Source: an optimization exercise on an open RTL-to-GDS flow (aim: small area, a short achievable clock period and few clock cycles per item). Production flows keep margins and buffers that such runs may drop.
In this exercise RTL edits were held to simulation tests only and were not proved equivalent to the original.

[flow/constraint.sdc]
create_clock -name core_clock -period 15.0 [get_ports {clk}]
set_input_delay 3.0000 -clock core_clock [delete_from_list [all_inputs] [get_ports {clk}]]
set_output_delay 3.0000 -clock core_clock [all_outputs]
set_load 0.01 [all_outputs]
[flow/config.mk]
export PLATFORM = sky130hd
export DESIGN_NAME = aes128_engine
export DESIGN_NICKNAME = aes128_engine
export VERILOG_FILES = /design/flow/design.v
export SDC_FILE = /design/flow/constraint.sdc
export NUM_CORES = 8
export LEC_CHECK = 0
export CAP_MARGIN = 30
export CORE_MARGIN = 2
export CORE_UTILIZATION = 45
export PLACE_DENSITY = 0.6
export SLEW_MARGIN = 20
[flow/flow/run.sh]
#!/bin/bash
# Own layout flow: the standard ORFS flow, with two changes:
#  1. synthesis is the standard synthesis script, except that ABC maps
#     the logic with the script in flow/map.abc (instead of ORFS's
#     abc_speed/abc_area script); registers, their names and cell types
#     are untouched;
#  2. timing repair (repair_timing in floorplan, CTS and global route)
#     aims at a setup slack margin of flow/margin.txt ns, which makes it
#     work towards a shorter achieved period than the 15 ns clock.
# Each tool's full output goes to a log file of its own in this folder.
set -euo pipefail
here=$(pwd)
margin=$(cat flow/margin.txt)

sed 's|log_cmd abc {\*}\$abc_args|log_cmd abc -script $::env(OWN_ABC_SCRIPT) {*}[lrange $abc_args 2 end]|' \
    "$FLOW_HOME/scripts/synth.tcl" > own_synth_core.tcl
grep -q 'OWN_ABC_SCRIPT' own_synth_core.tcl
sed "s|source \$::env(SCRIPTS_DIR)/synth.tcl|source $here/own_synth_core.tcl|" \
    synth_recipe.tcl > own_synth.tcl
grep -q 'own_synth_core.tcl' own_synth.tcl
export OWN_ABC_SCRIPT=$here/flow/map.abc

bash standard.sh SYNTH_SCRIPT=$here/own_synth.tcl synth > synth.log 2>&1
bash standard.sh SYNTH_SCRIPT=$here/own_synth.tcl SETUP_SLACK_MARGIN=$margin > layout.log 2>&1
test -s out/final.def
[flow/design.v]
module aes_sbox (input wire [7:0] a, output wire [7:0] y);
    wire T1, T2, T3, T4, T5, T6, T7, T8, T9, T10, T11, T12, T13, T14, T15, T16, T17, T18, T19, T20, T21, T22, T23, T24, T25, T26, T27, M1, M2, M3, M4, M5, M6, M7, M8, M9, M10, M11, M12, M13, M14, M15, M16, M17, M18, M19, M20, M21, M22, M23, M24, M25, M26, M27, M28, M29, M30, M31, M32, M33, M34, M35, M36, M37, M38, M39, M40, M41, M42, M43, M44, M45, M46, M47, M48, M49, M50, M51, M52, M53, M54, M55, M56, M57, M58, M59, M60, M61, M62, M63, L0, L1, L2, L3, L4, L5, L6, L7, L8, L9, L10, L11, L12, L13, L14, L15, L16, L17, L18, L19, L20, L21, L22, L23, L24, L25, L26, L27, L28, L29, S0, S1, S2, S3, S4, S5, S6, S7;
    wire U0 = a[7], U1 = a[6], U2 = a[5], U3 = a[4], U4 = a[3], U5 = a[2], U6 = a[1], U7 = a[0];
    assign T1 = U0 ^ U3;
    assign T2 = U0 ^ U5;
    assign T3 = U0 ^ U6;
    assign T4 = U3 ^ U5;
    assign T5 = U4 ^ U6;
    assign T6 = T1 ^ T5;
    assign T7 = U1 ^ U2;
    assign T8 = U7 ^ T6;
    assign T9 = U7 ^ T7;
    assign T10 = T6 ^ T7;
    assign T11 = U1 ^ U5;
    assign T12 = U2 ^ U5;
    assign T13 = T3 ^ T4;
    assign T14 = T6 ^ T11;
    assign T15 = T5 ^ T11;
    assign T16 = T5 ^ T12;
    assign T17 = T9 ^ T16;
    assign T18 = U3 ^ U7;
    assign T19 = T7 ^ T18;
    assign T20 = T1 ^ T19;
    assign T21 = U6 ^ U7;
    assign T22 = T7 ^ T21;
    assign T23 = T2 ^ T22;
    assign T24 = T2 ^ T10;
    assign T25 = T20 ^ T17;
    assign T26 = T3 ^ T16;
    assign T27 = T1 ^ T12;
    assign M1 = T13 & T6;
    assign M2 = T23 & T8;
    assign M3 = T14 ^ M1;
    assign M4 = T19 & U7;
    assign M5 = M4 ^ M1;
    assign M6 = T3 & T16;
    assign M7 = T22 & T9;
    assign M8 = T26 ^ M6;
    assign M9 = T20 & T17;
    assign M10 = M9 ^ M6;
    assign M11 = T1 & T15;
    assign M12 = T4 & T27;
    assign M13 = M12 ^ M11;
    assign M14 = T2 & T10;
    assign M15 = M14 ^ M11;
    assign M16 = M3 ^ M2;
    assign M17 = M5 ^ T24;
    assign M18 = M8 ^ M7;
    assign M19 = M10 ^ M15;
    assign M20 = M16 ^ M13;
    assign M21 = M17 ^ M15;
    assign M22 = M18 ^ M13;
    assign M23 = M19 ^ T25;
    assign M24 = M22 ^ M23;
    assign M25 = M22 & M20;
    assign M26 = M21 ^ M25;
    assign M27 = M20 ^ M21;
    assign M28 = M23 ^ M25;
    assign M29 = M28 & M27;
    assign M30 = M26 & M24;
    assign M31 = M20 & M23;
    assign M32 = M27 & M31;
    assign M33 = M27 ^ M25;
    assign M34 = M21 & M22;
    assign M35 = M24 & M34;
    assign M36 = M24 ^ M25;
    assign M37 = M21 ^ M29;
    assign M38 = M32 ^ M33;
    assign M39 = M23 ^ M30;
    assign M40 = M35 ^ M36;
    assign M41 = M38 ^ M40;
    assign M42 = M37 ^ M39;
    assign M43 = M37 ^ M38;
    assign M44 = M39 ^ M40;
    assign M45 = M42 ^ M41;
    assign M46 = M44 & T6;
    assign M47 = M40 & T8;
    assign M48 = M39 & U7;
    assign M49 = M43 & T16;
    assign M50 = M38 & T9;
    assign M51 = M37 & T17;
    assign M52 = M42 & T15;
    assign M53 = M45 & T27;
    assign M54 = M41 & T10;
    assign M55 = M44 & T13;
    assign M56 = M40 & T23;
    assign M57 = M39 & T19;
    assign M58 = M43 & T3;
    assign M59 = M38 & T22;
    assign M60 = M37 & T20;
    assign M61 = M42 & T1;
    assign M62 = M45 & T4;
    assign M63 = M41 & T2;
    assign L0 = M61 ^ M62;
    assign L1 = M50 ^ M56;
    assign L2 = M46 ^ M48;
    assign L3 = M47 ^ M55;
    assign L4 = M54 ^ M58;
    assign L5 = M49 ^ M61;
    assign L6 = M62 ^ L5;
    assign L7 = M46 ^ L3;
    assign L8 = M51 ^ M59;
    assign L9 = M52 ^ M53;
    assign L10 = M53 ^ L4;
    assign L11 = M60 ^ L2;
    assign L12 = M48 ^ M51;
    assign L13 = M50 ^ L0;
    assign L14 = M52 ^ M61;
    assign L15 = M55 ^ L1;
    assign L16 = M56 ^ L0;
    assign L17 = M57 ^ L1;
    assign L18 = M58 ^ L8;
    assign L19 = M63 ^ L4;
    assign L20 = L0 ^ L1;
    assign L21 = L1 ^ L7;
    assign L22 = L3 ^ L12;
    assign L23 = L18 ^ L2;
    assign L24 = L15 ^ L9;
    assign L25 = L6 ^ L10;
    assign L26 = L7 ^ L9;
    assign L27 = L8 ^ L10;
    assign L28 = L11 ^ L14;
    assign L29 = L11 ^ L17;
    assign S0 = L6 ^ L24;
    assign S1 = ~(L16 ^ L26);
    assign S2 = ~(L19 ^ L28);
    assign S3 = L6 ^ L21;
    assign S4 = L20 ^ L22;
    assign S5 = L25 ^ L29;
    assign S6 = ~(L13 ^ L27);
    assign S7 = ~(L6 ^ L23);
    assign y = {S0, S1, S2, S3, S4, S5, S6, S7};
endmodule
module aes_ginv (input wire [7:0] a, output wire [7:0] y);
    wire [7:0] u;
    wire [7:0] t;
    assign t = {a[5] ^ a[7], a[1] ^ a[2] ^ a[3] ^ a[4] ^ a[5] ^ a[6], a[2] ^ a[3] ^ a[5] ^ a[7], a[1], a[1] ^ a[3] ^ a[6] ^ a[7], a[2] ^ a[5], a[2] ^ a[3] ^ a[5], a[0] ^ a[1] ^ a[2] ^ a[3] ^ a[6] ^ a[7]};
    function [1:0] m4; input [1:0] p, q; reg hh, ll, mm; begin
        hh = p[1] & q[1]; ll = p[0] & q[0]; mm = (p[1]^p[0]) & (q[1]^q[0]);
        m4 = {mm ^ ll, hh ^ ll}; end endfunction
    function [3:0] m16; input [3:0] p, q; reg [1:0] h, l, m; begin
        h = m4(p[3:2], q[3:2]); l = m4(p[1:0], q[1:0]); m = m4(p[3:2]^p[1:0], q[3:2]^q[1:0]);
        m16 = {m ^ l, {h[0], h[0] ^ h[1]} ^ l}; end endfunction
    function [3:0] inv16; input [3:0] p; begin case (p)
        4'd0: inv16 = 4'd0;
        4'd1: inv16 = 4'd1;
        4'd2: inv16 = 4'd3;
        4'd3: inv16 = 4'd2;
        4'd4: inv16 = 4'd10;
        4'd5: inv16 = 4'd8;
        4'd6: inv16 = 4'd14;
        4'd7: inv16 = 4'd13;
        4'd8: inv16 = 4'd5;
        4'd9: inv16 = 4'd11;
        4'd10: inv16 = 4'd4;
        4'd11: inv16 = 4'd9;
        4'd12: inv16 = 4'd15;
        4'd13: inv16 = 4'd7;
        4'd14: inv16 = 4'd6;
        4'd15: inv16 = 4'd12;
        endcase end endfunction
    wire [3:0] a1 = t[7:4], a0 = t[3:0];
    wire [3:0] dd = {a1[0], a1[1], a1[0] ^ a1[1] ^ a1[2] ^ a1[3], a1[0] ^ a1[2]} ^ m16(a1, a0) ^ {a0[3], a0[2] ^ a0[3], a0[1] ^ a0[2] ^ a0[3], a0[0] ^ a0[1] ^ a0[2]};
    wire [3:0] di = inv16(dd);
    assign u = {m16(a1, di), m16(a1 ^ a0, di)};
    assign y = {u[1] ^ u[5], u[2] ^ u[3] ^ u[4] ^ u[5], u[1] ^ u[5] ^ u[7], u[1] ^ u[2] ^ u[3] ^ u[5] ^ u[6], u[1] ^ u[2], u[1] ^ u[2] ^ u[5] ^ u[7], u[4], u[0] ^ u[1] ^ u[2] ^ u[3] ^ u[5] ^ u[7]};
endmodule
module aes128_engine (
    input  wire         clk,
    input  wire         rst,         
    input  wire         in_valid,
    output wire         in_ready,
    input  wire         in_decrypt,  
    input  wire [127:0] in_key,
    input  wire [127:0] in_block,
    output reg          out_valid,
    output wire [127:0] out_block
);
    reg [127:0] st_r;       
    reg [127:0] st_p;       
    reg [127:0] key_r;      
    reg [127:0] key_p;      
    reg [127:0] key_x;      
    reg [127:0] out_q;      
    reg         v_r, v_p;   
    reg         dec_r, dec_p;
    reg [7:0]   rc_r, rc_p;   
    reg [1:0]   kx_st;      
    reg [7:0]   kx_rc;        
    reg         rdy_q;      
    reg         dec_q;      
    localparam [1:0] KX_IDLE = 2'd0,
                     KX_RUN  = 2'd1,
                     KX_DONE = 2'd2;
    assign in_ready  = rdy_q;
    assign out_block = out_q;
    wire acc = in_valid && rdy_q;
    function [7:0] xt_inv;   
        input [7:0] b;
        xt_inv = {1'b0, b[7:1]} ^ (b[0] ? 8'h8d : 8'h00);
    endfunction
    function [127:0] shift_rows;
        input [127:0] s;
        integer r, c;
        begin
            for (c = 0; c < 4; c = c + 1)
                for (r = 0; r < 4; r = r + 1)
                    shift_rows[127-8*(4*c+r) -: 8] = s[127-8*(4*((c+r)%4)+r) -: 8];
        end
    endfunction
    function [127:0] inv_shift_rows;
        input [127:0] s;
        integer r, c;
        begin
            for (c = 0; c < 4; c = c + 1)
                for (r = 0; r < 4; r = r + 1)
                    inv_shift_rows[127-8*(4*c+r) -: 8] = s[127-8*(4*((c+4-r)%4)+r) -: 8];
        end
    endfunction
    function [127:0] pre;
        input [127:0] s;
        integer n;
        reg [7:0] b;
        begin
            for (n = 0; n < 16; n = n + 1) begin
                b = s[8*n +: 8];
                pre[8*n +: 8] = {b[6:0], b[7]} ^ {b[4:0], b[7:5]} ^ {b[1:0], b[7:2]}
                                ^ 8'h05;
            end
        end
    endfunction
    function [127:0] aff;
        input [127:0] s;
        integer n;
        reg [7:0] b;
        begin
            for (n = 0; n < 16; n = n + 1) begin
                b = s[8*n +: 8];
                aff[8*n +: 8] = b ^ {b[6:0], b[7]} ^ {b[5:0], b[7:6]} ^ {b[4:0], b[7:5]}
                                ^ {b[3:0], b[7:4]} ^ 8'h63;
            end
        end
    endfunction
    function [7:0] xt;   
        input [7:0] b;
        xt = {b[6:0], 1'b0} ^ (b[7] ? 8'h1b : 8'h00);
    endfunction
    function [31:0] mixcol;
        input [31:0] c;   
        reg [7:0] s0, s1, s2, s3;
        begin
            s0 = c[31:24]; s1 = c[23:16]; s2 = c[15:8]; s3 = c[7:0];
            mixcol[31:24] = xt(s0 ^ s1) ^ s1 ^ s2 ^ s3;
            mixcol[23:16] = xt(s1 ^ s2) ^ s2 ^ s3 ^ s0;
            mixcol[15:8]  = xt(s2 ^ s3) ^ s3 ^ s0 ^ s1;
            mixcol[7:0]   = xt(s3 ^ s0) ^ s0 ^ s1 ^ s2;
        end
    endfunction
    function [31:0] qcol;
        input [31:0] c;
        reg [7:0] s0, s1, s2, s3, u, v;
        begin
            s0 = c[31:24]; s1 = c[23:16]; s2 = c[15:8]; s3 = c[7:0];
            u = xt(xt(s0 ^ s2));
            v = xt(xt(s1 ^ s3));
            qcol = {s0 ^ u, s1 ^ v, s2 ^ u, s3 ^ v};
        end
    endfunction
    genvar i;
    wire [127:0] sb;      
    generate
        for (i = 0; i < 16; i = i + 1) begin : g_sbox
            aes_ginv u_ginv (.a(st_r[127-8*i -: 8]), .y(sb[127-8*i -: 8]));
        end
    endgenerate
    wire [31:0] w0 = key_r[127:96];
    wire [31:0] w1 = key_r[95:64];
    wire [31:0] w2 = key_r[63:32];
    wire [31:0] w3 = key_r[31:0];
    wire [31:0] ks_rot = {w3[23:0], w3[31:24]};
    wire [31:0] ks_out;
    generate
        for (i = 0; i < 4; i = i + 1) begin : g_ksbox
            aes_sbox u_sbox (.a(ks_rot[8*i +: 8]), .y(ks_out[8*i +: 8]));
        end
    endgenerate
    wire [31:0]  kt     = ks_out ^ {rc_r, 24'h000000};
    wire [31:0]  nw0    = w0 ^ kt;
    wire [31:0]  nw1    = (w0 ^ w1) ^ kt;
    wire [31:0]  nw2    = (w0 ^ w1 ^ w2) ^ kt;
    wire [31:0]  nw3    = (w0 ^ w1 ^ w2 ^ w3) ^ kt;
    wire [127:0] k_next = dec_r ? {nw0, w1 ^ w0, w2 ^ w1, w3 ^ w2 ^ w1}
                                : {nw0, nw1, nw2, nw3};
    wire [127:0] rkey = {key_p[127:32], key_p[31:0] ^ (dec_p ? key_p[63:32] : 32'h0)};
    wire [127:0] sbe  = aff(st_p);           
    wire [127:0] yk   = st_p ^ rkey;         
    wire [127:0] q;
    wire [127:0] m_in;
    wire [127:0] mc;
    generate
        for (i = 0; i < 4; i = i + 1) begin : g_mix
            assign q[127-32*i -: 32]  = qcol(yk[127-32*i -: 32]);
            assign mc[127-32*i -: 32] = mixcol(m_in[127-32*i -: 32]);
        end
    endgenerate
    assign m_in = dec_p ? q : sbe;
    wire         last_p  = dec_p ? (rc_p == 8'h01) : (rc_p == 8'h36);
    wire         last_r  = dec_r ? (rc_r == 8'h01) : (rc_r == 8'h36);
    wire [127:0] enc_mid = shift_rows(mc ^ rkey);
    wire [127:0] dec_mid = pre(inv_shift_rows(mc));
    wire [127:0] st_next = dec_p ? dec_mid : enc_mid;
    wire [31:0] x0 = key_x[127:96];
    wire [31:0] x1 = key_x[95:64];
    wire [31:0] x2 = key_x[63:32];
    wire [31:0] x3 = key_x[31:0];
    wire [31:0] xs_rot = {x3[23:0], x3[31:24]};
    wire [31:0] xs_out;
    generate
        for (i = 0; i < 4; i = i + 1) begin : g_xsbox
            aes_sbox u_sbox (.a(xs_rot[8*i +: 8]), .y(xs_out[8*i +: 8]));
        end
    endgenerate
    wire [31:0]  xt0    = xs_out ^ {kx_rc, 24'h000000};
    wire [31:0]  nx0    = x0 ^ xt0;
    wire [31:0]  nx1    = (x0 ^ x1) ^ xt0;
    wire [31:0]  nx2    = (x0 ^ x1 ^ x2) ^ xt0;
    wire [31:0]  nx3    = (x0 ^ x1 ^ x2 ^ x3) ^ xt0;
    wire [1:0] kx_st_next =
        (kx_st == KX_IDLE) ? ((in_valid && in_decrypt) ? KX_RUN : KX_IDLE) :
        (kx_st == KX_RUN)  ? ((kx_rc == 8'h36) ? KX_DONE : KX_RUN) :
                             ((acc) ? KX_IDLE : KX_DONE);
    always @(posedge clk) begin
        if (rst) begin
            v_r       <= 1'b0;
            v_p       <= 1'b0;
            out_valid <= 1'b0;
            rdy_q     <= 1'b0;
            kx_st     <= KX_IDLE;
        end else begin
            v_p       <= v_r;
            out_valid <= v_p && last_p;
            kx_st     <= kx_st_next;
            rdy_q     <= (!v_r || last_r) && !acc && in_valid
                         && (!in_decrypt || kx_st_next == KX_DONE);
            if (acc)
                v_r <= 1'b1;
            else
                v_r <= v_p && !last_p;
        end
    end
    always @(posedge clk) begin
        dec_q <= in_decrypt;
        dec_p <= dec_r;
        rc_p  <= rc_r;
        if (rdy_q) begin
            dec_r <= dec_q;
            rc_r  <= dec_q ? 8'h36 : 8'h01;
        end else begin
            dec_r <= dec_p;
            rc_r  <= dec_p ? xt_inv(rc_p) : xt(rc_p);
        end
        if (kx_st == KX_RUN)
            kx_rc <= xt(kx_rc);
        else
            kx_rc <= 8'h01;
    end
    always @(posedge clk) begin
        st_p  <= sb;
        key_p <= k_next;
        out_q <= (dec_p ? st_p : sbe) ^ rkey;
        if (rdy_q) begin
            st_r  <= dec_q ? pre(inv_shift_rows(in_block ^ key_x))
                           : shift_rows(in_block ^ in_key);
            key_r <= dec_q ? {key_x[127:32], key_x[31:0] ^ key_x[63:32]} : in_key;
        end else begin
            st_r  <= st_next;
            key_r <= key_p;
        end
        case (kx_st)
            KX_IDLE: key_x <= in_key;
            KX_RUN:  key_x <= {nx0, nx1, nx2, nx3};
            default: key_x <= key_x;
        endcase
    end
endmodule
[flow/flow/map.abc]
&get -n
&st
&dch
&nf
&put
buffer -c
topo
stime -c
upsize -c
dnsize -c
[flow/standard.sh]
#!/bin/bash
# synth_recipe.tcl (not shown) runs the flow's synth.tcl, then flattens the netlist and writes it again
# the make line also repeats each setting of config.mk as NAME=value (left out here)
make -C /OpenROAD-flow-scripts/flow DESIGN_CONFIG=/design/flow/config.mk WORK_HOME=/design/flow/orfs CLKGATE_MAP_FILE= SYNTH_SCRIPT=/design/flow/synth_recipe.tcl "${@:-finish}"
[flow/flow/margin.txt]
10
==> impl.org, run 1 <==
** Run status
- Outcome :: complete, no violations

** Min path
- Worst min-delay path category :: register to register

** Timing
- Across the routed clock network, the largest skew measured is 0.0550 ns.
- Counting I/O delays and the setup requirement, the final critical path takes 5.02 ns.
- Setup violations remaining at the end of the flow were counted as 0.
- Timing would allow up to 0.199 GHz.
- Least-Margin Pin Slew :: between 1 and 1.5 ns
- Summed negative setup slack over all endpoints :: 0 ns
- Setup repair after global routing could not meet its margin everywhere.
- Period utilization :: 33.5%
- The worst pin sits at a relative slew slack of 21.1%.
- Final-layout worst hold slack :: 0.386 ns
- Max-slew violation total from the final report :: 0
- Number of hold-slack violations in the final timing report :: 0

** Cells and area
- The final layout contains 9815 nets.
- Fraction of layout instances using a drive strength above 1 :: 16.1%
- Layout Utilization :: 55.1%
- From synthesis to final layout, the design area changed by 21.5%.
- Counting the fill cells in the layout gives 15800.

** GRT
- Global routing used 6.48% of the available met3 tracks.
- In the global route stage, met1 resource usage came out at roughly 47%.
- Overall fraction of global-route tracks in use :: 34.1%
- The first global-routing pass estimated 445000 µm of wire.
- Total grt overflow :: 0
- After global routing, the most crowded layer is met2.
- The number of antenna violations at the first check in global routing came to 38.
- Entering global routing, the biggest net connects 235 pins.
- GRT met2 Usage :: 51.3%
- Number of global-route vias before repair :: 61900

** Yosys
- Number of standard cells after synthesis :: 8952
- After synthesis the netlist holds a flip-flop and latch count of 801.
- List of most frequent post-synthesis cells :: xnor2_1, xor2_1, nand2_1, nor2_1, dfxtp_1
- During synthesis, Yosys emitted a total of 2 warnings.
- Counting every net in the synthesized netlist gives 9324.
- Yosys mapped a number of flops with a built-in enable equal to 128.
- Post-Synthesis Mean Instance Area :: 8.93 µm²
- After synthesis, the share of flip-flops with an asynchronous set or reset is 0%.
- Dominant synthesized flop cell :: dfxtp_1
- The share of synthesized area in the top cell type comes to 27.1%.
- Counting distinct cell types in the post-synthesis netlist gives 88.
- Leading cell type by number of instances after synthesis :: xnor2_1
- Post-synthesis instance area :: 79900 µm²
- Top cells by area, synth :: xnor2_1, dfxtp_1, xor2_1
- The biggest area contributor in the post-synthesis netlist is xnor2_1.
- Sequential cells were found to cover 21.7% of the synthesized design area.

** Detailed routing
- The count of nets left with antenna violations once routing finished came out at 0.
- DRC errors left :: 0
- The routed layout has about 65000 vias.
- In the final routed layout, each cell accounts on average for 27.1 µm.
- TritonRoute pass-1 iters :: 5
- Via-to-Cell Ratio :: 5.48
- DRC marker count from the first detailed-route iteration :: ~7100
- After detailed routing, the total wire length is 321000 µm.

** Clocking
- TritonCTS buffer count :: 96
- Cell at the root of the clock tree :: clkbuf_16
- Clk latency of the worst-skew pair :: roughly 0.75 ns
- Clock-pin slew on the worst setup and hold paths :: 0.06 ns
- Buffers inserted to repair hold after CTS numbered 0.
- CTS Buffer Depth :: 3
- Clock tree from TritonCTS :: built
- Sink count of the clock tree :: 801
- CTS built an H-tree with a depth of 3.

** Placement
- Summed over all nets, the half-perimeter wirelength after detailed placement is 263000 µm.
- Input and output buffers added on the ports amount to around 390.
- Routability-driven placement finished with a final weighted congestion of 1.05.

** Setup path
- The worst setup path is captured at a register.
- Of all nets on the critical path, the largest fanout is 4.
- The critical path is of the input pin to register type.
- At the worst endpoint, the required time is between 15 and 20 ns.
- Data on the critical path arrives at its endpoint at 5.51 ns.
- Type of origin of the critical path :: input pin

** Die
- The floorplan has 154 rows.
- Starting density of the core :: 45.3%
- Height of the die :: between 400 and 500 µm
- Core box area :: 176000 µm²
- The floorplan step set the die width to 425 µm.
- Die area :: 181000 µm²
- 390 I/O pins were placed.

** Run
- Total of max-cap violations :: 0
[what timing repair did]
item,in CTS,in global routing
cloned,0,3
pin swaps,51,185
setup endpoints to repair,457,363
gates resized for setup,479,449
endpoints found under the hold margin,0,0
setup buffers,80,215
[layout make-up]
type	count	area (µm²)	area share, %
multi-input combinational	7540	65300	67.2
antenna	14	35.0	0.0361
clock buffer	139	2900	2.99
inverter	225	857	0.882
sequential	801	17600	18.1
tap	2340	2930	3.01
clock inverter	41	517	0.532
timing repair buffer	779	7030	7.23
[logic make-up (layout without fill, tap and decap cells)]
| logic type | after synthesis | in the layout | synth area share (%) |
|---|---|---|---|
| xor gates and xnor gates | 4151 | 4154 | 51.9 |
| and+or+nand+nor | 1628 | 1628 | 8.49 |
| AOI/OAI and AO/OA | 1460 | 1460 | 10.5 |
| DFF | 801 | 801 | 21.7 |
| buffers and inverters | 614 | 1184 | 3.04 |
| muxes | 186 | 186 | 2.67 |
| adders and majority gates | 112 | 112 | 1.75 |
| other | 0 | 14 | 0 |
[per-layer routing]
layer	vias to the layer above	share of wire (%)
li1	30100	-
met1	31700	43
met2	2810	43
met3	556	8.6
met4	12	5.6
met5	-	0.023
[cell usage in the layout, fill, tap and decap left out, types with 116 or more instances in the layout]
cell type	count
clkdlybuf4s50_1	389
a21oi_1	570
xnor3_1	166
xor2_2	116
xor2_1	1146
o211ai_1	132
o21ai_0	399
nor2_1	666
buf_4	371
edfxtp_1	128
dfxtp_1	550
xnor2_1	2179
inv_1	216
xnor2_2	301
nand2_1	676
[flip-flops by register name, summed over array words and instances (netlist names)]
| register | count |
|---|---|
| key_p | 128 |
| key_r | 128 |
| key_x | 128 |
| out_q | 128 |
| st_p | 128 |
| st_r | 128 |
| kx_rc | 8 |
| rc_p | 8 |
| rc_r | 8 |
| kx_st | 2 |
| dec_p | 1 |
| dec_q | 1 |
| dec_r | 1 |
| out_valid | 1 |
| rdy_q | 1 |
| v_p | 1 |
| v_r | 1 |
[worst max-delay path: stages]
cell and delay (ns):
clkdlybuf4s50_1 0.73, xor2_1 0.39, xnor2_1 0.19, xnor2_1 0.14
nand2_1 0.07, o211ai_1 0.54, o21ai_0 0.44
[stage by stage]
step / instances / worst slack, ns / cell area [µm²]
4_1_cts: 11600 / 9.94 / 92700
3_3_place_gp: 11400 / 8.53 / 85800
5_1_grt: 11900 / 9.83 / 97100
3_5_place_dp: 11400 / 8.54 / 85900
6_report: 11900 / 9.98 / 97100
2_1_floorplan: 8952 / 10.18 / 79900
[worst paths after layout]
path	cells after the start	end	from	slack, ns
min reg2reg	0	rc_p[1]	rc_r[1]	0.39
min	0	rc_p[1]	rc_r[1]	0.39
max	7	st_r[89]	in_block[94]	9.98
max reg2reg	14	st_r[117]	dec_p	10.00
Testbench counts, summed over its fixed seeds: cycles 13,290, items 1,280.
==> run 2: changes to the inputs <==
--- a/flow/design.v
+++ b/flow/design.v
@@ -132,38 +132,106 @@
     assign y = {S0, S1, S2, S3, S4, S5, S6, S7};
 endmodule
 module aes_ginv (input wire [7:0] a, output wire [7:0] y);
-    wire [7:0] u;
-    wire [7:0] t;
-    assign t = {a[5] ^ a[7], a[1] ^ a[2] ^ a[3] ^ a[4] ^ a[5] ^ a[6], a[2] ^ a[3] ^ a[5] ^ a[7], a[1], a[1] ^ a[3] ^ a[6] ^ a[7], a[2] ^ a[5], a[2] ^ a[3] ^ a[5], a[0] ^ a[1] ^ a[2] ^ a[3] ^ a[6] ^ a[7]};
-    function [1:0] m4; input [1:0] p, q; reg hh, ll, mm; begin
-        hh = p[1] & q[1]; ll = p[0] & q[0]; mm = (p[1]^p[0]) & (q[1]^q[0]);
-        m4 = {mm ^ ll, hh ^ ll}; end endfunction
-    function [3:0] m16; input [3:0] p, q; reg [1:0] h, l, m; begin
-        h = m4(p[3:2], q[3:2]); l = m4(p[1:0], q[1:0]); m = m4(p[3:2]^p[1:0], q[3:2]^q[1:0]);
-        m16 = {m ^ l, {h[0], h[0] ^ h[1]} ^ l}; end endfunction
-    function [3:0] inv16; input [3:0] p; begin case (p)
-        4'd0: inv16 = 4'd0;
-        4'd1: inv16 = 4'd1;
-        4'd2: inv16 = 4'd3;
-        4'd3: inv16 = 4'd2;
-        4'd4: inv16 = 4'd10;
-        4'd5: inv16 = 4'd8;
-        4'd6: inv16 = 4'd14;
-        4'd7: inv16 = 4'd13;
-        4'd8: inv16 = 4'd5;
-        4'd9: inv16 = 4'd11;
-        4'd10: inv16 = 4'd4;
-        4'd11: inv16 = 4'd9;
-        4'd12: inv16 = 4'd15;
-        4'd13: inv16 = 4'd7;
-        4'd14: inv16 = 4'd6;
-        4'd15: inv16 = 4'd12;
-        endcase end endfunction
-    wire [3:0] a1 = t[7:4], a0 = t[3:0];
-    wire [3:0] dd = {a1[0], a1[1], a1[0] ^ a1[1] ^ a1[2] ^ a1[3], a1[0] ^ a1[2]} ^ m16(a1, a0) ^ {a0[3], a0[2] ^ a0[3], a0[1] ^ a0[2] ^ a0[3], a0[0] ^ a0[1] ^ a0[2]};
-    wire [3:0] di = inv16(dd);
-    assign u = {m16(a1, di), m16(a1 ^ a0, di)};
-    assign y = {u[1] ^ u[5], u[2] ^ u[3] ^ u[4] ^ u[5], u[1] ^ u[5] ^ u[7], u[1] ^ u[2] ^ u[3] ^ u[5] ^ u[6], u[1] ^ u[2], u[1] ^ u[2] ^ u[5] ^ u[7], u[4], u[0] ^ u[1] ^ u[2] ^ u[3] ^ u[5] ^ u[7]};
+    wire T1, T2, T3, T4, T5, T6, T7, T8, T9, T10, T11, T12, T13, T14, T15, T16, T17, T18, T19, T20, T21, T22, T23, T24, T25, T26, T27, M1, M2, M3, M4, M5, M6, M7, M8, M9, M10, M11, M12, M13, M14, M15, M16, M17, M18, M19, M20, M21, M22, M23, M24, M25, M26, M27, M28, M29, M30, M31, M32, M33, M34, M35, M36, M37, M38, M39, M40, M41, M42, M43, M44, M45, M46, M47, M48, M49, M50, M51, M52, M53, M54, M55, M56, M57, M58, M59, M60, M61, M62, M63;
+    wire U0 = a[7], U1 = a[6], U2 = a[5], U3 = a[4], U4 = a[3], U5 = a[2], U6 = a[1], U7 = a[0];
+    assign T1 = U0 ^ U3;
+    assign T2 = U0 ^ U5;
+    assign T3 = U0 ^ U6;
+    assign T4 = U3 ^ U5;
+    assign T5 = U4 ^ U6;
+    assign T6 = T1 ^ T5;
+    assign T7 = U1 ^ U2;
+    assign T8 = U7 ^ T6;
+    assign T9 = U7 ^ T7;
+    assign T10 = T6 ^ T7;
+    assign T11 = U1 ^ U5;
+    assign T12 = U2 ^ U5;
+    assign T13 = T3 ^ T4;
+    assign T14 = T6 ^ T11;
+    assign T15 = T5 ^ T11;
+    assign T16 = T5 ^ T12;
+    assign T17 = T9 ^ T16;
+    assign T18 = U3 ^ U7;
+    assign T19 = T7 ^ T18;
+    assign T20 = T1 ^ T19;
+    assign T21 = U6 ^ U7;
+    assign T22 = T7 ^ T21;
+    assign T23 = T2 ^ T22;
+    assign T24 = T2 ^ T10;
+    assign T25 = T20 ^ T17;
+    assign T26 = T3 ^ T16;
+    assign T27 = T1 ^ T12;
+    assign M1 = T13 & T6;
+    assign M2 = T23 & T8;
+    assign M3 = T14 ^ M1;
+    assign M4 = T19 & U7;
+    assign M5 = M4 ^ M1;
+    assign M6 = T3 & T16;
+    assign M7 = T22 & T9;
+    assign M8 = T26 ^ M6;
+    assign M9 = T20 & T17;
+    assign M10 = M9 ^ M6;
+    assign M11 = T1 & T15;
+    assign M12 = T4 & T27;
+    assign M13 = M12 ^ M11;
+    assign M14 = T2 & T10;
+    assign M15 = M14 ^ M11;
+    assign M16 = M3 ^ M2;
+    assign M17 = M5 ^ T24;
+    assign M18 = M8 ^ M7;
+    assign M19 = M10 ^ M15;
+    assign M20 = M16 ^ M13;
+    assign M21 = M17 ^ M15;
+    assign M22 = M18 ^ M13;
+    assign M23 = M19 ^ T25;
+    assign M24 = M22 ^ M23;
+    assign M25 = M22 & M20;
+    assign M26 = M21 ^ M25;
+    assign M27 = M20 ^ M21;
+    assign M28 = M23 ^ M25;
+    assign M29 = M28 & M27;
+    assign M30 = M26 & M24;
+    assign M31 = M20 & M23;
+    assign M32 = M27 & M31;
+    assign M33 = M27 ^ M25;
+    assign M34 = M21 & M22;
+    assign M35 = M24 & M34;
+    assign M36 = M24 ^ M25;
+    assign M37 = M21 ^ M29;
+    assign M38 = M32 ^ M33;
+    assign M39 = M23 ^ M30;
+    assign M40 = M35 ^ M36;
+    assign M41 = M38 ^ M40;
+    assign M42 = M37 ^ M39;
+    assign M43 = M37 ^ M38;
+    assign M44 = M39 ^ M40;
+    assign M45 = M42 ^ M41;
+    assign M46 = M44 & T6;
+    assign M47 = M40 & T8;
+    assign M48 = M39 & U7;
+    assign M49 = M43 & T16;
+    assign M50 = M38 & T9;
+    assign M51 = M37 & T17;
+    assign M52 = M42 & T15;
+    assign M53 = M45 & T27;
+    assign M54 = M41 & T10;
+    assign M55 = M44 & T13;
+    assign M56 = M40 & T23;
+    assign M57 = M39 & T19;
+    assign M58 = M43 & T3;
+    assign M59 = M38 & T22;
+    assign M60 = M37 & T20;
+    assign M61 = M42 & T1;
+    assign M62 = M45 & T4;
+    assign M63 = M41 & T2;
+    assign y[0] = M55 ^ M57 ^ M61 ^ M63;
+    assign y[1] = M49 ^ M50 ^ M52 ^ M53 ^ M58 ^ M59 ^ M61 ^ M62;
+    assign y[2] = M46 ^ M47 ^ M50 ^ M51 ^ M52 ^ M54 ^ M58 ^ M59 ^ M61 ^ M62;
+    assign y[3] = M46 ^ M48 ^ M50 ^ M51 ^ M52 ^ M53 ^ M56 ^ M57 ^ M58 ^ M59 ^ M61 ^ M63;
+    assign y[4] = M46 ^ M48 ^ M52 ^ M54 ^ M58 ^ M59 ^ M61 ^ M62;
+    assign y[5] = M47 ^ M48 ^ M49 ^ M50 ^ M52 ^ M54 ^ M56 ^ M57 ^ M58 ^ M60 ^ M61 ^ M62;
+    assign y[6] = M47 ^ M48 ^ M49 ^ M50 ^ M52 ^ M54 ^ M55 ^ M56 ^ M59 ^ M60 ^ M61 ^ M63;
+    assign y[7] = M49 ^ M51 ^ M52 ^ M54 ^ M58 ^ M59 ^ M61 ^ M62;
 endmodule
 module aes128_engine (
     input  wire         clk,
@@ -188,6 +256,7 @@
     reg [1:0]   kx_st;      
     reg [7:0]   kx_rc;        
     reg         rdy_q;      
+    reg         ld_q;       
     reg         dec_q;      
     localparam [1:0] KX_IDLE = 2'd0,
                      KX_RUN  = 2'd1,
@@ -256,14 +325,19 @@
             mixcol[7:0]   = xt(s3 ^ s0) ^ s0 ^ s1 ^ s2;
         end
     endfunction
-    function [31:0] qcol;
+    function [7:0] pre_lin8;
+        input [7:0] b;
+        pre_lin8 = {b[6:0], b[7]} ^ {b[4:0], b[7:5]} ^ {b[1:0], b[7:2]};
+    endfunction
+    function [31:0] pre_q;
         input [31:0] c;
         reg [7:0] s0, s1, s2, s3, u, v;
         begin
             s0 = c[31:24]; s1 = c[23:16]; s2 = c[15:8]; s3 = c[7:0];
-            u = xt(xt(s0 ^ s2));
-            v = xt(xt(s1 ^ s3));
-            qcol = {s0 ^ u, s1 ^ v, s2 ^ u, s3 ^ v};
+            u = pre_lin8(xt(xt(s0 ^ s2)));
+            v = pre_lin8(xt(xt(s1 ^ s3)));
+            pre_q = {pre_lin8(s0) ^ u, pre_lin8(s1) ^ v,
+                     pre_lin8(s2) ^ u, pre_lin8(s3) ^ v} ^ {4{8'h05}};
         end
     endfunction
     genvar i;
@@ -294,20 +368,19 @@
     wire [127:0] rkey = {key_p[127:32], key_p[31:0] ^ (dec_p ? key_p[63:32] : 32'h0)};
     wire [127:0] sbe  = aff(st_p);           
     wire [127:0] yk   = st_p ^ rkey;         
-    wire [127:0] q;
-    wire [127:0] m_in;
+    wire [127:0] m_in = dec_p ? yk : sbe;
     wire [127:0] mc;
+    wire [127:0] pq;
     generate
         for (i = 0; i < 4; i = i + 1) begin : g_mix
-            assign q[127-32*i -: 32]  = qcol(yk[127-32*i -: 32]);
             assign mc[127-32*i -: 32] = mixcol(m_in[127-32*i -: 32]);
+            assign pq[127-32*i -: 32] = pre_q(mc[127-32*i -: 32]);
         end
     endgenerate
-    assign m_in = dec_p ? q : sbe;
     wire         last_p  = dec_p ? (rc_p == 8'h01) : (rc_p == 8'h36);
     wire         last_r  = dec_r ? (rc_r == 8'h01) : (rc_r == 8'h36);
     wire [127:0] enc_mid = shift_rows(mc ^ rkey);
-    wire [127:0] dec_mid = pre(inv_shift_rows(mc));
+    wire [127:0] dec_mid = inv_shift_rows(pq);
     wire [127:0] st_next = dec_p ? dec_mid : enc_mid;
     wire [31:0] x0 = key_x[127:96];
     wire [31:0] x1 = key_x[95:64];
@@ -329,6 +402,8 @@
         (kx_st == KX_IDLE) ? ((in_valid && in_decrypt) ? KX_RUN : KX_IDLE) :
         (kx_st == KX_RUN)  ? ((kx_rc == 8'h36) ? KX_DONE : KX_RUN) :
                              ((acc) ? KX_IDLE : KX_DONE);
+    wire ld_next = (!v_r || last_r) && !acc
+                   && (!in_decrypt || kx_st_next == KX_DONE);
     always @(posedge clk) begin
         if (rst) begin
             v_r       <= 1'b0;
@@ -340,8 +415,7 @@
             v_p       <= v_r;
             out_valid <= v_p && last_p;
             kx_st     <= kx_st_next;
-            rdy_q     <= (!v_r || last_r) && !acc && in_valid
-                         && (!in_decrypt || kx_st_next == KX_DONE);
+            rdy_q     <= ld_next && in_valid;
             if (acc)
                 v_r <= 1'b1;
             else
@@ -349,10 +423,11 @@
         end
     end
     always @(posedge clk) begin
+        ld_q  <= ld_next;
         dec_q <= in_decrypt;
         dec_p <= dec_r;
         rc_p  <= rc_r;
-        if (rdy_q) begin
+        if (ld_q) begin
             dec_r <= dec_q;
             rc_r  <= dec_q ? 8'h36 : 8'h01;
         end else begin
@@ -368,7 +443,7 @@
         st_p  <= sb;
         key_p <= k_next;
         out_q <= (dec_p ? st_p : sbe) ^ rkey;
-        if (rdy_q) begin
+        if (ld_q) begin
             st_r  <= dec_q ? pre(inv_shift_rows(in_block ^ key_x))
                            : shift_rows(in_block ^ in_key);
             key_r <= dec_q ? {key_x[127:32], key_x[31:0] ^ key_x[63:32]} : in_key;
--- a/flow/flow/run.sh
+++ b/flow/flow/run.sh
@@ -1,12 +1,14 @@
 #!/bin/bash
-# Own layout flow: the standard ORFS flow, with two changes:
+# Own layout flow: the standard ORFS flow, with three changes:
 #  1. synthesis is the standard synthesis script, except that ABC maps
 #     the logic with the script in flow/map.abc (instead of ORFS's
 #     abc_speed/abc_area script); registers, their names and cell types
 #     are untouched;
 #  2. timing repair (repair_timing in floorplan, CTS and global route)
 #     aims at a setup slack margin of flow/margin.txt ns, which makes it
-#     work towards a shorter achieved period than the 15 ns clock.
+#     work towards a shorter achieved period than the 15 ns clock;
+#  3. the port buffers that placement inserts on every input and output
+#     are sky130_fd_sc_hd__buf_2 cells.
 # Each tool's full output goes to a log file of its own in this folder.
 set -euo pipefail
 here=$(pwd)
@@ -21,5 +23,6 @@
 export OWN_ABC_SCRIPT=$here/flow/map.abc
 
 bash standard.sh SYNTH_SCRIPT=$here/own_synth.tcl synth > synth.log 2>&1
-bash standard.sh SYNTH_SCRIPT=$here/own_synth.tcl SETUP_SLACK_MARGIN=$margin > layout.log 2>&1
+bash standard.sh SYNTH_SCRIPT=$here/own_synth.tcl SETUP_SLACK_MARGIN=$margin \
+    "BUFFER_PORTS_ARGS=-buffer_cell sky130_fd_sc_hd__buf_2" > layout.log 2>&1
 test -s out/final.def
==> impl.org, run 2 <==
** Yosys
- Top cells by area, synth :: xnor2_1, dfxtp_1, xor2_1
- Number of enable flip-flop cells after synthesis :: 128 (unchanged)
- The share of async-settable or async-resettable flops after synthesis came to 0% (unchanged).
- The synthesized netlist net count is 8767 (-6.0%).
- The area share of the largest cell type after synthesis was 30.4% (+3.3 points).
- Summed over all instances, the cell type with the most area after synthesis is xnor2_1.
- The average instance area after synthesis came to 9.06 µm² (+1.4%).
- Post-synthesis instance area :: 76600 µm² (-4.1%)
- The number of different library cells in the post-synthesis netlist is 88 (unchanged).
- The number of synthesized register bits was 802 (+0.12%).
- Among all cell types in the netlist, the one instantiated most often is xnor2_1.
- The gate count after technology mapping came to 8459 (-5.5%).
- Among all flip-flop cells after synthesis, the most frequent one is dfxtp_1.
- List of most frequent post-synthesis cells :: xnor2_1, xor2_1, dfxtp_1, nor2_1, a21oi_1
- Portion of the post-synthesis area used by sequential elements :: 22.6% (+0.96 points)
- Synthesis warning total :: 1 (-1)

** GRT
- Number of global-route vias before repair :: 60500 (-2.1%)
- The largest net degree at the start of global routing came to 123 (-48%).
- Overall fraction of global-route tracks in use :: 37.9% (+3.8 points)
- Initial antenna violation count :: 25 (-34%)
- Wire length of the first global-routing pass :: 466000 µm (+4.9%)
- The global-route congestion overflow total was 0 (unchanged).

** Cells and area
- Relative to the synthesized area, the layout overhead comes to 16.7%.
- The final instance count without filler cells was 11200 (-5.3%).
- Commonest non-fill, non-tap cell in the layout :: xnor2_1
- The fraction of layout instances using a drive strength above 1 came to 16.4% (+0.31 points).
- Most frequent cells in the layout :: xnor2_1, xor2_1, nor2_1
- The cell area after layout was 89400 µm² (-7.9%).
- The net total in the final layout was 9238 (-5.9%).
- Layout Utilization :: 52.8% (-2.3 points)
- Layout fillers :: 15600 (-0.70%)

** Min path
- For hold timing, the worst endpoint is rc_p[7].
- Cell depth of the worst min-delay path :: 0 (unchanged)
- Worst Min Path Start :: rc_r[7]
- The tightest min-delay check is of the register to register type.

** Die
- The count of pins on the block boundary was 390 (unchanged).
- The die height is 417 µm (-2.1%).
- The area enclosed by the die boundary was 174000 µm² (-4.1%).
- The initial core utilization is 45.3% (-0.075 points).
- The width of the chip came to 417 µm (-2.1%).
- Number of rows in the core area :: 151 (-1.9%)
- Core box area :: 169000 µm² (-4.0%)

** Detailed routing
- The average wire per cell in the routed design is 30.2 µm (+12%).
- The number of DRC markers in iteration 0 came to 7000 (-1.6%).
- The total number of vias is 63400 (-2.7%).
- The detailed-route vias per instance came to 5.63 (+2.8%).
- DRC errors left :: 0 (unchanged)
- Antenna Nets Post-Route :: 0 (unchanged)
- TritonRoute pass-1 iters :: 6 (+1)
- The sum of routed wire length over all layers was 340000 µm (+5.8%).

** Timing
- The number of hold violations in the final report is 0 (unchanged).
- The post-route worst hold slack was 0.438 ns (+0.0512 ns).
- The top achievable clock speed came to 0.196 GHz (-1.5%).
- Final number of setup-violating endpoints :: 0 (unchanged)
- Clock tree skew after final layout :: 0.0643 ns (+0.00926 ns)
- The final-report max-slew violation count is 0 (unchanged).
- Setup repair after global routing missed its margin :: true
- Final critical delay including setup and external delays :: 5.09 ns (+0.0743 ns)
- The slew at the pin with the worst max-slew slack came to 1.14 ns (-0.0473 ns).
- The final worst setup slack was 9.91 ns (-0.0743 ns).
- The setup TNS came to 0 ns (unchanged).
- The period utilization was 33.9% (+0.50 points).
- Rel. slew slack :: 23.5% (+2.4 points)

** Clocking
- The number of buffers added by the clock tree synthesis step was 99 (+3.1%).
- Level count of the clock H-tree :: 3 (unchanged)
- The clock latency reported for the late side of the worst-skew pair came to 0.79 ns (+0.04 ns).
- CTS Buffer Depth :: 3 (unchanged)
- TritonCTS built the clock tree.
- Sink count of the clock tree :: 802 (+0.12%)
- The hold buffer count at cts is 0 (unchanged).
- The clock-pin slew reported for the worst setup and hold paths after clock tree synthesis came to 0.07 ns (about the same).
- The tree is rooted in a clkbuf_16.

** Placement
- Cell count after placement :: 10900 (-4.4%)
- The worst slack after detailed placement was 8.57 ns (+0.0376 ns).
- The placement-stage cell area was 81100 µm² (-5.6%).
- The count of input and output buffers came to 389 (unchanged).
- The half-perimeter wire length after placement was 276000 µm (+5.1%).
- The weighted congestion at the end of routability-driven global placement is 1.08 (+2.0%).

** Setup path
- Type of origin of the critical path :: register
- The required time at the endpoint of the critical path is 15.60 ns (+0.11 ns).
- The startpoint identified for the worst register-to-register timing path is dec_p.
- Minimum setup slack among reg-to-reg paths :: 9.91 ns (-0.09 ns)
- Category of the critical setup timing path :: register to register
- Capturing point of the worst reg2reg path :: st_r[108]
- CP Data Arrival Time :: 5.69 ns (+0.18 ns)
- Largest fanout of any net on the critical path :: 56 (+52)
- Kind of end point of the critical path :: register
- Worst Reg-to-Reg Cells :: 14 (unchanged)

** Run
- Total of max-cap violations :: 0 (unchanged)

** Run status
- The run finished with no timing, DRC or antenna violations.
run 2: changes by cell type after synthesis, sizes merged, moves of 89 or more:
cell   change
a31oi     -96
nand2    -299
nor2b    +105
xnor2    +179
a221o    +128
inv      -160
mux2i     -89
run 2: area by class of cell:
cell class | count | area, µm² | share of cell area (%)
Multi-Input combinational cell | 7271 | 61000 | 68.2
Sequential cell | 802 | 17400 | 19.4
Timing Repair Buffer | 690 | 4540 | 5.08
Tap cell | 2218 | 2780 | 3.10
Clock buffer | 121 | 2690 | 3.01
Clock inverter | 65 | 779 | 0.872
Inverter | 66 | 260 | 0.291
Antenna cell | 16 | 40.0 | 0.0448
run 2: timing repair:
item / 4_1_cts / 5_1_grt
setup buffers: 71 / 94
pin swaps: 28 / 90
gates cloned: 3 / 2
setup endpoints to repair: 334 / 259
resized for setup: 224 / 285
run 2: layer usage:
layer / vias up / global-route usage (%) / share of wire, %
li1: 28800 / - / -
met1: 31000 / 47.4 / 40
met2: 2823 / 58.1 / 44
met3: 734 / 6.19 / 7.4
met4: 6 / 29.7 / 9.4
met5: - / 0 / 0.013
run 2: worst max-delay path, stage by stage, from the launching register on:
cell,delay (ns)
dfxtp_4,0.61
inv_8,0.26
buf_16,0.27
o21ai_0,0.19
a2bb2oi_2,0.45
xnor2_2,0.24
xor2_1,0.38
xnor2_1,0.21
xor2_2,0.44
xor2_1,0.37
xnor2_2,0.22
xor2_1,0.37
xnor2_1,0.10
o21ai_0,0.41
nand3_1,0.27
run 2: how the worst max path moves through the flow:
stage,endpoint,from,slack [ns]
2_1_floorplan,key_x[51],key_x[15],10.29
5_1_grt,key_x[0],key_x[29],9.83
3_3_place_gp,st_r[36],dec_p,8.56
6_report,st_r[108],dec_p,9.91
3_5_place_dp,st_r[36],dec_p,8.57
4_1_cts,st_r[36],dec_p,9.93
run 2: cells by family (layout without fill, tap and decap cells):
kind of cell,after synthesis,after routing,synth area share (%)
other,0,16,0
XOR/XNOR,4180,4182,52.9
AND/OR/NAND/NOR,1433,1433,8.30
buffers and inverters,388,942,2.06
flip-flops,802,802,22.6
AO/OA/AOI/OAI,1537,1537,12.3
adder cells (fa/ha/maj),48,48,0.784
multiplexers,71,71,0.955
Testbench counts of run 2, summed over its fixed seeds: cycles 13,290, items 1,280.
==> run 3: changes to the inputs <==
--- a/flow/design.v
+++ b/flow/design.v
@@ -252,6 +252,10 @@
     reg [127:0] out_q;      
     reg         v_r, v_p;   
     reg         dec_r, dec_p;
+    reg         encm_p;     
+    reg         decm_p;     
+    reg         encl_p;     
+    reg         decl_p;     
     reg [7:0]   rc_r, rc_p;   
     reg [1:0]   kx_st;      
     reg [7:0]   kx_rc;        
@@ -363,9 +367,9 @@
     wire [31:0]  nw1    = (w0 ^ w1) ^ kt;
     wire [31:0]  nw2    = (w0 ^ w1 ^ w2) ^ kt;
     wire [31:0]  nw3    = (w0 ^ w1 ^ w2 ^ w3) ^ kt;
-    wire [127:0] k_next = dec_r ? {nw0, w1 ^ w0, w2 ^ w1, w3 ^ w2 ^ w1}
+    wire [127:0] k_next = dec_r ? {nw0, w1 ^ w0, w2 ^ w1, w3}
                                 : {nw0, nw1, nw2, nw3};
-    wire [127:0] rkey = {key_p[127:32], key_p[31:0] ^ (dec_p ? key_p[63:32] : 32'h0)};
+    wire [127:0] rkey = key_p;
     wire [127:0] sbe  = aff(st_p);           
     wire [127:0] yk   = st_p ^ rkey;         
     wire [127:0] m_in = dec_p ? yk : sbe;
@@ -377,11 +381,11 @@
             assign pq[127-32*i -: 32] = pre_q(mc[127-32*i -: 32]);
         end
     endgenerate
-    wire         last_p  = dec_p ? (rc_p == 8'h01) : (rc_p == 8'h36);
+    wire         last_p  = encl_p || decl_p;
     wire         last_r  = dec_r ? (rc_r == 8'h01) : (rc_r == 8'h36);
     wire [127:0] enc_mid = shift_rows(mc ^ rkey);
     wire [127:0] dec_mid = inv_shift_rows(pq);
-    wire [127:0] st_next = dec_p ? dec_mid : enc_mid;
+    wire [127:0] st_next = ({128{encm_p}} & enc_mid) | ({128{decm_p}} & dec_mid);
     wire [31:0] x0 = key_x[127:96];
     wire [31:0] x1 = key_x[95:64];
     wire [31:0] x2 = key_x[63:32];
@@ -426,6 +430,10 @@
         ld_q  <= ld_next;
         dec_q <= in_decrypt;
         dec_p <= dec_r;
+        encm_p <= v_r && !dec_r && (rc_r != 8'h36);
+        decm_p <= v_r && dec_r && (rc_r != 8'h01);
+        encl_p <= !dec_r && (rc_r == 8'h36);
+        decl_p <= dec_r && (rc_r == 8'h01);
         rc_p  <= rc_r;
         if (ld_q) begin
             dec_r <= dec_q;
@@ -442,15 +450,14 @@
     always @(posedge clk) begin
         st_p  <= sb;
         key_p <= k_next;
-        out_q <= (dec_p ? st_p : sbe) ^ rkey;
-        if (ld_q) begin
-            st_r  <= dec_q ? pre(inv_shift_rows(in_block ^ key_x))
-                           : shift_rows(in_block ^ in_key);
+        out_q <= m_in ^ (rkey & {128{encl_p}});
+        st_r <= ({128{ld_q}} & (dec_q ? pre(inv_shift_rows(in_block ^ key_x))
+                                      : shift_rows(in_block ^ in_key)))
+                | st_next;
+        if (ld_q)
             key_r <= dec_q ? {key_x[127:32], key_x[31:0] ^ key_x[63:32]} : in_key;
-        end else begin
-            st_r  <= st_next;
-            key_r <= key_p;
-        end
+        else
+            key_r <= {key_p[127:32], key_p[31:0] ^ (decm_p ? key_p[63:32] : 32'h0)};
         case (kx_st)
             KX_IDLE: key_x <= in_key;
             KX_RUN:  key_x <= {nx0, nx1, nx2, nx3};
==> impl.org, run 3 <==
** Run status
- The run finished with no timing, DRC or antenna violations.

** Yosys
- Async SR Flop Fraction :: 0% (unchanged)
- Among all cell types in the netlist, the one instantiated most often is xnor2_1.
- Sorting the synthesized cells by area gives the leading types as xnor2_1, dfxtp_1, xor2_1.
- The largest total area in the synthesized netlist belongs to xnor2_1.
- The number of different library cells in the post-synthesis netlist was 87 (-1.1%).
- Post-synthesis instance area :: 75700 µm² (-1.2%)
- Seq cells post-synth :: 806 (+0.50%)
- The area share of the largest cell type after synthesis was 32.2% (+1.7 points).
- The gate count after technology mapping is 8417 (-0.50%).
- Synthesis warning total :: 1 (unchanged)
- The most used flip-flop cell after synthesis is dfxtp_1.
- The average instance area after synthesis is 8.99 µm² (-0.74%).
- The commonest cells after synthesis are xnor2_1, xor2_1, dfxtp_1, nor2_1, nand2_1.
- Portion of the post-synthesis area used by sequential elements :: 23.0% (+0.39 points)
- Nets in the synthesized netlist :: 8725 (-0.48%)
- The number of flops mapped to enable cells by yosys came to 128 (unchanged).

** GRT
- Initial antenna violation count :: 86 (+240%)
- The all-layer global routing usage came to 35.5% (-2.4 points).
- The via count of the first global-routing pass is 59400 (-1.9%).
- Pin count of the biggest net entering global routing :: 119 (-3.3%)
- Wire length of the first global-routing pass :: 440000 µm (-5.7%)
- The global-route congestion overflow total is 0 (unchanged).

** Min path
- Worst min-delay path category :: register to register

** Die
- The core area came to 167000 µm² (-1.3%).
- The die height is 414 µm (-0.61%).
- The width of the chip is 414 µm (-0.61%).
- The area enclosed by the die boundary came to 171000 µm² (-1.2%).
- The initial core utilization was 45.3% (about the same).
- Ports :: 390 (unchanged)
- Number of rows in the core area :: 150 (-0.66%)

** Timing
- The final clock skew came to 0.0515 ns (-0.0128 ns).
- Rel. slew slack :: 21.3% (-2.1 points)
- Period utilization :: 32.9% (-1.0 points)
- The number of endpoints failing setup at the final stage was 0 (unchanged).
- The setup TNS was 0 ns (unchanged).
- Final critical delay including setup and external delays :: 4.94 ns (-0.150 ns)
- The slew at the pin with the worst max-slew slack came to 1.17 ns (+0.0353 ns).
- The top achievable clock speed came to 0.202 GHz (+3.0%).
- Number of hold-slack violations in the final timing report :: 0 (unchanged)
- Setup repair after global routing missed its margin :: true
- The final-report max-slew violation count was 0 (unchanged).

** Detailed routing
- Total routed wirelength :: 317000 µm (-6.8%)
- TritonRoute pass-1 iters :: 6 (unchanged)
- The number of nets with antenna violations after routing is 0 (unchanged).
- The number of DRC markers in iteration 0 is 6343 (-9.4%).
- Via-to-Cell Ratio :: 5.53 (-1.7%)
- The average wire per cell in the routed design was 28.1 µm (-7.0%).
- The count of unresolved DRC violations after routing was 0 (unchanged).
- Via count :: 62400 (-1.6%)

** Run
- Total of max-cap violations :: 0 (unchanged)

** Setup path
- STA classifies the critical path endpoint as a register.
- CP Data Arrival Time :: 5.43 ns (-0.26 ns)
- Most prevalent standard cell on the critical path :: xnor2_2
- The worst setup path is launched from a register.
- The signal on the critical path passes through buf_4 -> xnor2_2 -> xor2_2 -> xnor2_2 -> ha_1 -> xor2_1 -> xnor2_1 -> xnor2_2 -> a21boi_0 -> a22o_2 -> buf_4 -> or2_2 -> xor2_2 -> xnor2_2 -> xor3_2 -> xnor2_2 -> xor2_1 -> a21oi_1.
- The number of buffers and inverters on the critical path came to 2 (unchanged).
- The delay of the slowest cell on the worst path came to 0.48 ns (-0.13 ns).
- Largest fanout of any net on the critical path :: 6 (-89%)
- Max stage delay cell, worst path :: edfxtp_1
- The required time at the endpoint of the critical path was 15.49 ns (-0.11 ns).
- Category of the critical setup timing path :: register to register
- Cell family with the largest share of critical-path delay :: XOR/XNOR gates

** Cells and area
- The net total in the final layout was 9233 (-0.054%).
- Most frequent cells in the layout :: xnor2_1, xor2_1, dfxtp_1
- The area growth from synthesis to layout is 15.8%.
- The cell area after layout was 87600 µm² (-2.0%).
- Fraction of layout instances using a drive strength above 1 :: 15.1% (-1.3 points)
- The library cell used most frequently in the layout, excluding fill and tap cells, is xnor2_1.

** Clocking
- The clock latency reported for the late side of the worst-skew pair came to 0.78 ns (about the same).
- Level count of the clock H-tree :: 3 (unchanged)
- The clock-pin slew reported for the worst setup and hold paths after clock tree synthesis came to 0.07 ns (about the same).
- The number of buffers added by the clock tree synthesis step was 98 (-1.0%).
- Sink count of the clock tree :: 806 (+0.50%)
- The maximum number of buffers from clock root to sink came to 3 (unchanged).
- The hold buffer count at cts was 0 (unchanged).
- TritonCTS built the clock tree.
- The root buffer cell chosen for the clock tree is clkbuf_16.

** Placement
- Number of input and output port buffers inserted :: 389 (unchanged)
- Dpl hpwl :: 259000 µm (-6.2%)
- The weighted congestion at the end of routability-driven global placement came to 1.04 (-2.9%).
- The placement-stage cell area is 80300 µm² (-0.94%).
[run 3: per-layer routing]
metal | part of all wire [%] | up-vias | global-route usage, %
li1 | - | 28600 | -
met1 | 39 | 30100 | 43.5
met2 | 44 | 2892 | 54.6
met3 | 7.6 | 793 | 5.87
met4 | 9.9 | 14 | 29.8
met5 | 0.033 | - | 0
[run 3: cells by family (layout without fill, tap and decap cells)]
logic type	Yosys count	in the layout	synth area share [%]
XOR/XNOR	4320	4320	54.2
AND/OR/NAND/NOR	1504	1505	8.68
AO/OA/AOI/OAI	1371	1371	11.0
flip-flops	806	806	23.0
buffers and inverters	335	926	1.78
adder cells (fa/ha/maj)	48	48	0.794
multiplexers	33	33	0.461
other	0	58	0
[run 3: repair_timing]
action | 4_1_cts | 5_1_grt
buffers inserted | 68 | 99
resized for setup | 140 | 258
cloned | 0 | 1
endpoints found under the setup margin | 289 | 276
pin swaps | 33 | 86
[run 3: area by class of cell]
type	instances	area [µm²]
fill	15600	79400
multi-input combinational	7277	59300
sequential	806	17500
timing repair buffer	690	4440
clock buffer	130	2810
tap	2204	2760
clock inverter	54	470
inverter	52	205
antenna	58	145
[run 3: final timing paths]
path | from | endpoint | slack [ns] | cells past startpoint
min reg2reg | rc_r[1] | rc_p[1] | 0.41 | 0
max | key_x[29] | key_x[5] | 10.06 | 18
max reg2reg | key_x[29] | key_x[5] | 10.06 | 18
min | rc_r[1] | rc_p[1] | 0.41 | 0
[run 3: stage by stage]
step | util, % | setup WS (ns) | hold slack [ns] | cells
2_1_floorplan | - | 10.09 | 0.329 | 8417
3_3_place_gp | 48.0 | 9.08 | 0.391 | 10800
3_5_place_dp | 48.1 | 9.04 | 0.391 | 10900
4_1_cts | 50.9 | 9.95 | 0.397 | 11100
5_1_grt | 52.4 | 9.91 | 0.412 | 11300
6_report | 52.5 | 10.06 | 0.408 | 11300
Testbench counts of run 3, summed over its fixed seeds: cycles 13,290, items 1,280.

==> re-timing with driven ports <==
The flow's constraints put no driver on any port. The routed layouts listed below were extracted and timed again, unchanged, in two steps.
Step 1 assumes that a clkbuf_16 drives the clock port and a buf_2 every other input.
Step 2 adds t to the input delays and takes it off the output delays; t is the mean of the earliest and latest rising clock arrival at the registers after step 1. Input paths then give back, and output paths get back, about the clock's delay inside the block.
a / b / c = no drivers / after step 1 / after step 2; a / b = the first two.
run	t, ns	slack for setup (ns)	latest minus earliest clock arrival (ns)	worst register clock-pin slew, ns	pins driven straight from the clock port
run 1	0.820	9.982 / 9.985 / 9.230	0.063 / 0.062	0.07 / 0.07	1
run 2	0.849	9.908 / 9.908 / 9.713	0.066 / 0.065	0.07 / 0.07	1
run 3	0.857	10.058 / 10.058 / 9.557	0.054 / 0.054	0.07 / 0.07	1
After both steps every run listed still meets setup and hold. For run 1, which loses most, drivers alone change the setup slack by +0.003 ns; drivers and shift together by -0.752 ns.
